This is an optimization exercise on Yosys and OpenROAD, whose aim is small area, a short achievable clock period and few clock cycles, not a production implementation.
The RTL was checked by simulation tests, not by an equivalence proof against the original design.

## flow/design.v (module list and top-level ports; edited modules follow where they fit)
// module policer_bank: 4786 lines
module policer_bank (
    input  wire        clk,
    input  wire        rst,
    input  wire        req_valid,
    output wire        req_ready,
    input  wire [1:0]  req_op,         
    input  wire [2:0]  req_idx,
    input  wire [31:0] req_time,
    input  wire [15:0] req_len,
    input  wire [1:0]  req_colour,
    input  wire        req_type,
    input  wire        req_aware,
    input  wire        req_red_act,
    input  wire [28:0] req_cir,
    input  wire [28:0] req_pir,
    input  wire [23:0] req_cbs,
    input  wire [23:0] req_ebs,
    output reg         rsp_valid,
    output reg         rsp_ok,
    output reg  [1:0]  rsp_colour,
    output reg         rsp_red_act,
    output reg         rsp_en,
    output reg         rsp_type,
    output reg         rsp_aware,
    output reg  [28:0] rsp_cir,
    output reg  [28:0] rsp_pir,
    output reg  [23:0] rsp_cbs,
    output reg  [23:0] rsp_ebs,
    output reg  [23:0] rsp_committed,
    output reg  [23:0] rsp_tokens,
    output reg  [31:0] rsp_green,
    output reg  [31:0] rsp_yellow,
    output reg  [31:0] rsp_red
);
  // ...
==> flow/flow/run.sh <==
#!/bin/bash
# The standard layout (the standard.sh: standard synthesis, ORFS from
# floorplan to finish), except that the input and output ports are
# buffered with sky130_fd_sc_hd__buf_2 instead of the buffer cell that
# buffer_ports picks by default. Make's output goes to standard.log; each
# ORFS step writes its own log under orfs/logs/.
set -euo pipefail
export BUFFER_PORTS_ARGS="-buffer_cell sky130_fd_sc_hd__buf_2"
bash standard.sh > standard.log 2>&1
==> flow/standard.sh <==
#!/bin/bash
# synth_recipe.tcl (not shown) runs the flow's synth.tcl, then flattens the netlist and writes it again
# the make line also repeats each setting of config.mk as NAME=value (left out here)
make -C /OpenROAD-flow-scripts/flow DESIGN_CONFIG=/design/flow/config.mk WORK_HOME=/design/flow/orfs CLKGATE_MAP_FILE= SYNTH_SCRIPT=/design/flow/synth_recipe.tcl "${@:-finish}"
==> flow/config.mk <==
export PLATFORM = sky130hd
export DESIGN_NAME = policer_bank
export DESIGN_NICKNAME = policer_bank
export VERILOG_FILES = /design/flow/design.v
export SDC_FILE = /design/flow/constraint.sdc
export NUM_CORES = 4
export LEC_CHECK = 0
export CAP_MARGIN = 20
export CORE_MARGIN = 2
export CORE_UTILIZATION = 35
export PLACE_DENSITY = 0.55
export SLEW_MARGIN = 20
==> flow/constraint.sdc <==
create_clock -name core_clock -period 24.0 [get_ports {clk}]
set_input_delay 4.8000 -clock core_clock [delete_from_list [all_inputs] [get_ports {clk}]]
set_output_delay 4.8000 -clock core_clock [all_outputs]
set_load 0.01 [all_outputs]
==> impl_metrics.csv, run 1 <==
group,metric,value,unit
clock_tree,cts_num_sinks,4888,
synth,yosysTopAreaCellShare,33.7,%
setup_path,r2r_cells,25,
setup_path,end_kind,"primary output",
global_routing,grt_pass1_vias,155000,
setup_path,critPathKind,"reg2out",
cells_and_area,drive_above_1_share,12.8,%
sta,hold_ws,274,ps
placement,globalplace.congestion,0.922,
clock_tree,clockBufferDepth,4,
cells_and_area,utilization,39.6,%
cells_and_area,largest_class,"sequential cells",
sta,worstMarginPinSlew,1220,ps
cells_and_area,signal_buffers,735,
cells_and_area,multi_input_comb_area,110000,µm²
detailed_routing,routed_via_density,5.26,
synth,synth-compound-area-share,8.15,%
setup_path,timing.rr.end,"k_ts$_DFF_P_",
sta,layout_setup_ws,17470,ps
setup_path,arrival,1730,ps
sta,setup_viol,0,
cells_and_area,inverters,1842,
setup_path,worstSetupStartpointType,"flop",
clock_tree,cts_setup_buffers,0,
setup_path,r2r_start,"g_te[0]$_DFF_P_",
cells_and_area,largestRegisters,"p_tc x320, p_te x320",
sta,rsz0062_at_grt,"false",
detailed_routing,top_layer_used,"met5",
cells_and_area,regArea,126000,µm²
setup_path,cp-startpoint,"rsp_colour[1]$_DFF_P_",
placement,post-place-cells,28000,
sta,skew,98.1,ps
status,status,"no timing/DRC/antenna violations",
synth,synth_ff_type,"edfxtp_1",
clock_tree,insertion_delay,1110,ps
synth,synth_top_area_cell,"edfxtp_1",
synth,synthTopCellsByArea,"edfxtp_1 (34%), dfxtp_1 (17%), fa_1 (12%)",
synth,synthAdderAreaFrac,17.1,%
detailed_routing,met1_length,318000,µm
sta,relSlewSlack,18.9,%
Testbench counts, summed over its fixed seeds: cycles 26,760.
==> run 2: changes to the inputs <==
--- a/flow/design.v
+++ b/flow/design.v
@@ -4542,17 +4542,16 @@
     wire [49:0] e_qc = e_qcs + e_qcc;
     wire [49:0] e_qe = e_qes + e_qec;
     wire        e_cfg   = (e_op == OP_CONFIG);
     wire        e_type  = e_cfg ? e_pl[50] : p_type[e_idx];
     wire        e_aware = e_cfg ? e_pl[49] : p_aware[e_idx];
     wire        e_red   = e_cfg ? e_pl[48] : p_red_act[e_idx];
     wire [23:0] e_cbs   = e_cfg ? e_pl[47:24] : p_cbs[e_idx*24 +: 24];
     wire [23:0] e_ebs   = e_cfg ? e_pl[23:0]  : p_ebs[e_idx*24 +: 24];
-    wire [24:0] e_ce    = {1'b0, e_cbs} + {1'b0, e_ebs};      
     always @(posedge clk) begin
         for (i = 0; i < 8; i = i + 1) begin
             if (e_v && e_en && e_cfg && e_idx == i) begin
                 p_type[i]          <= e_pl[50];
                 p_aware[i]         <= e_pl[49];
                 p_red_act[i]       <= e_pl[48];
                 p_cbs[i*24 +: 24]  <= e_pl[47:24];
                 p_ebs[i*24 +: 24]  <= e_pl[23:0];
@@ -4561,34 +4560,32 @@
     end
     reg        f_v;
     reg [1:0]  f_op;
     reg [2:0]  f_idx;
     reg        f_en;
     reg [57:0] f_pl;
     reg        f_type, f_aware, f_red;
     reg [23:0] f_cbs, f_ebs;
-    reg [24:0] f_ce;
     reg [41:0] f_qc;               
     reg [41:0] f_qt;               
     reg [17:0] f_qe;               
     reg [9:0]  f_plc, f_ple;
     reg        f_satc, f_sate;
     always @(posedge clk) begin
         f_v     <= e_v & ~rst;
         f_op    <= e_op;
         f_idx   <= e_idx;
         f_en    <= e_en;
         f_pl    <= e_pl;
         f_type  <= e_type;
         f_aware <= e_aware;
         f_red   <= e_red;
         f_cbs   <= e_cbs;
         f_ebs   <= e_ebs;
-        f_ce    <= e_ce;
         f_qc    <= e_qc[46:5];
         f_qt    <= e_type ? e_qe[46:5] : e_qc[46:5];
         f_qe    <= e_qe[22:5];
         f_plc   <= e_plc;
         f_ple   <= e_ple;
         f_satc  <= e_satc;
         f_sate  <= e_sate;
     end
@@ -4601,21 +4598,21 @@
     wire [17:0] f_re = {f_ple, 8'd0} - (f_q18e << 16) + (f_q18e << 14) + (f_q18e << 11) +
                        (f_q18e << 8) - (f_q18e << 5) + (f_q18e << 2) + f_q18e;
     wire        f_cinc = !f_rc[17];
     wire        f_cine = !f_re[17];
     wire [44:0] f_qc45 = {3'd0, f_qc};
     wire [44:0] f_qt45 = {3'd0, f_qt};
     wire [28:0] f_ncbs = ~{5'd0, f_cbs};
     wire [28:0] f_nebs = ~{5'd0, f_ebs};
-    wire [28:0] f_nce  = ~{4'd0, f_ce};
     wire [44:0] f_ks   = f_qc45 + {45{1'b1}};                               
     wire [44:0] f_kov  = f_qc45 + {f_ncbs, 16'hFFFE};                       
     wire [44:0] f_kt   = f_qt45 + (f_type ? {45{1'b1}} : {f_ncbs, 16'hFFFF});
-    wire [44:0] f_kts  = f_qt45 + (f_type ? {f_nebs, 16'hFFFE} : {f_nce, 16'hFFFE});    
+    wire [44:0] f_kts  = f_qt45 + (f_type ? {f_nebs, 16'hFFFE} : {f_ncbs, 16'hFFFF}) +
+                         (f_type ? 45'd0 : {f_nebs, 16'hFFFF});                          
     reg        g_v;
     reg [1:0]  g_op;
     reg [2:0]  g_idx;
     reg        g_en;
     reg [57:0] g_pl;
     reg        g_type, g_aware, g_red;
     reg [23:0] g_cbs, g_ebs;
     reg [44:0] g_ks, g_kov, g_kt, g_kts;
==> impl_metrics.csv, run 2 <==
group,metric,value,unit
status,status,"no timing/DRC/antenna violations",
placement,post-place-ws,17790,ps
detailed_routing,drcViolationCount,0,
synth,syn-num-nets,21600,
sta,rsz0062_at_grt,"false",
clock_tree,cts.clk_slew.worst_paths,60,ps
run,cap_violations,0,
setup_path,crit_fanout,1,
placement,port_buffers,425,
sta,fin_crit,6640,ps
clock_tree,cts_num_sinks,4863,
setup_path,required,19200,ps
synth,synth_area,246000,µm²
cells_and_area,mostFrequentLayoutCell,"edfxtp_1",
floorplanning,fp.dieW,842,µm
global_routing,antenna_found_initial,62,
cells_and_area,layout_common_cells,"edfxtp_1 (2758), dfxtp_1 (2060), inv_1 (1926)",
sta,hold_viol,0,
synth,yosysMostFrequentCell,"edfxtp_1",
detailed_routing,wl_per_cell,25.0,µm
floorplanning,coreArea,699000,µm²
clock_tree,cts_hold_buf,0,
synth,synth_ff_type,"edfxtp_1",
global_routing,grtUsageTotal,20.0,%
floorplanning,boundaryPins,426,
min_path,min_path_cells,0,
clock_tree,insertion_delay,1150,ps
sta,period_share,27.7,%
clock_tree,ctsRootBufferMaster,"clkbuf_16",
cells_and_area,largestRegisters,"p_tc x320, p_te x320",
detailed_routing,routed_via_density,5.20,
sta,setup_viol,0,
setup_path,critPathKind,"reg2out",
synth,synth_top_area_cell,"edfxtp_1",
sta,tns,0,ps
clock_tree,cts_resized,0,
synth,synth-async-reset-ratio,0,%
sta,layout_setup_ws,17360,ps
cells_and_area,syn2layout_area_growth,12.7,%
sta,drv_slew,0,
synth,yosysTopAreaCellShare,33.7,%
min_path,hold_path_class,"reg2reg",
sta,worstMarginPinSlew,1190,ps
clock_tree,cts_setup_buffers,0,
synth,synth-seq-cells,4863,
synth,synth-warning-count,1,
floorplanning,initial_core_util,35.1,%
detailed_routing,drt_wl_total,724000,µm
min_path,min_from,"d_pl[1]$_DFF_P_",
setup_path,end_kind,"primary output",
clock_tree,clockBufferDepth,4,
synth,synthTopCellsByArea,"edfxtp_1 (34%), dfxtp_1 (17%), fa_1 (12%)",
setup_path,timing.rr.end,"k_t[39]$_DFF_P_",
sta,relSlewSlack,19.9,%
setup_path,r2r_setup_slack,18070,ps
sta,max_freq,0.151,GHz
synth,synth_enable_flop_cells,2758,
setup_path,cp_slowest_cell,"dfxtp_1",
placement,dp_hpwl,491000,µm
detailed_routing,ant_nets,0,
cells_and_area,instances_no_fill,29000,
synth,syn_inst,18900,
detailed_routing,drt-initial-drc-count,13900,
setup_path,worstSetupStartpointType,"flop",
global_routing,grt_pass1_vias,154000,
setup_path,r2r_cells,22,
global_routing,overflow,0,
setup_path,path_cells,"buf_2",
sta,skew,174,ps
placement,post-place-cells,28000,
setup_path,cp_num_buf_inv,1,
synth,ys_seq_area_share,50.9,%
setup_path,r2r_start,"g_te[0]$_DFF_P_",
placement,globalplace.congestion,0.929,
detailed_routing,dr.pass1.iters,7,
detailed_routing,vias,151000,
cells_and_area,drive_above_1_share,13.2,%
global_routing,grt_max_degree,195,
global_routing,grt_pass1_wl,1050000,µm
cells_and_area,layout.nets,21900,
setup_path,arrival,1840,ps
floorplanning,die_area,708000,µm²
floorplanning,die_h,842,µm
clock_tree,cts_tree,"done",
synth,yosysUniqueCellTypes,119,
setup_path,cpPeakStageDelay,520,ps
floorplanning,std_cell_rows,307,
clock_tree,cts_made_buffers,541,
setup_path,cp_top_family,"flip-flops",
synth,avgSynthCellArea,13.0,µm²
clock_tree,h-tree-depth,6,
min_path,hold_path_end,"e_pl[1]$_DFF_P_",
synth,ys_top_cells_by_count,"edfxtp_1 (2758), dfxtp_1 (2105), inv_1 (1929), fa_1 (1517), xnor2_1 (1213)",
==> run 2: how the worst max path moves through the flow <==
stage / start / end / slack [ps] / cells after the start
floorplan: h_idx[2]$_DFF_P_ / p_green[0]$_DFFE_PP_ / 16340 / 2
global placement: rst / p_en[6]$_SDFFE_PP0P_ / 17750 / 5
global route: rsp_colour[0]$_DFF_P_ / rsp_colour[0] / 17320 / 1
CTS: rsp_colour[0]$_DFF_P_ / rsp_colour[0] / 17280 / 1
finish: rsp_colour[0]$_DFF_P_ / rsp_colour[0] / 17360 / 1
detailed placement: rst / p_en[6]$_SDFFE_PP0P_ / 17790 / 5
==> run 2: cells by family (layout without fill, tap and decap cells) <==
logic type | Yosys count | count (layout) | share of synthesized area [%]
flip-flops | 4863 | 4863 | 50.9
AND/OR/NAND/NOR | 3167 | 3167 | 6.34
AO/OA/AOI/OAI | 2969 | 2969 | 8.04
buffers and inverters | 2921 | 3663 | 4.48
adder cells (fa/ha/maj) | 2505 | 2505 | 17.4
XOR/XNOR | 1456 | 1456 | 5.20
multiplexers | 1062 | 1062 | 7.64
other | 0 | 29 | 0
==> run 2: area by class of cell <==
cell class                 count  area, µm²
multi-input combinational  11200     110000
tap                         9270      11600
sequential                  4863     125000
inverter                    1952       7340
fill                       65800     422000
clock inverter               239       2900
timing repair buffer         712       4340
antenna                       29       72.6
clock buffer                 760      15500
==> run 2: metrics by stage <==
| stage | area [µm²] | util, % | hold WS (ps) |
|---|---|---|---|
| 3_5_place_dp | 258000 | 36.9 | 312 |
| 3_3_place_gp | 258000 | 36.9 | 310 |
| 2_1_floorplan | 246000 | - | 310 |
| 4_1_cts | 277000 | 39.6 | 252 |
| 5_1_grt | 277000 | 39.6 | 262 |
| 6_report | 277000 | 39.6 | 262 |
==> run 2: routing by layer <==
layer / wire length, µm / global-route usage [%] / part of all wire (%)
met4: 28400 / 6.98 / 3.9
met3: 52600 / 3.66 / 7.3
met2: 330000 / 31.7 / 46
met5: 128 / 0.0407 / 0.018
met1: 313000 / 27.5 / 43
Testbench counts of run 2, summed over its fixed seeds: cycles 26,760.

==> what the ideal ports hide <==
Ports are ideal in the flow. The routed layouts listed here were re-timed in OpenROAD.
Step 1 (the two cells are an assumption about what drives the block):
set clk [get_ports {clk}]
set_driving_cell -lib_cell sky130_fd_sc_hd__clkbuf_16 $clk
set_driving_cell -lib_cell sky130_fd_sc_hd__buf_2 [delete_from_list [all_inputs] $clk]
Step 2 also shifts input and output timing later by t, the mid clock arrival at the registers, as if the neighbouring blocks saw the same clock.
Slacks: ideal ports / drivers / drivers and shift; pairs: ideal ports / drivers.
| run | shift t [ns] | setup WS [ns] | worst slew at a driven data input, ns |
|---|---|---|---|
| run 1 | 1.201 | 17.466 / 17.325 / 17.502 | 0.07 |
| run 2 | 1.196 | 17.358 / 17.229 / 17.778 | 0.15 |
After both steps every run listed still meets setup and hold.
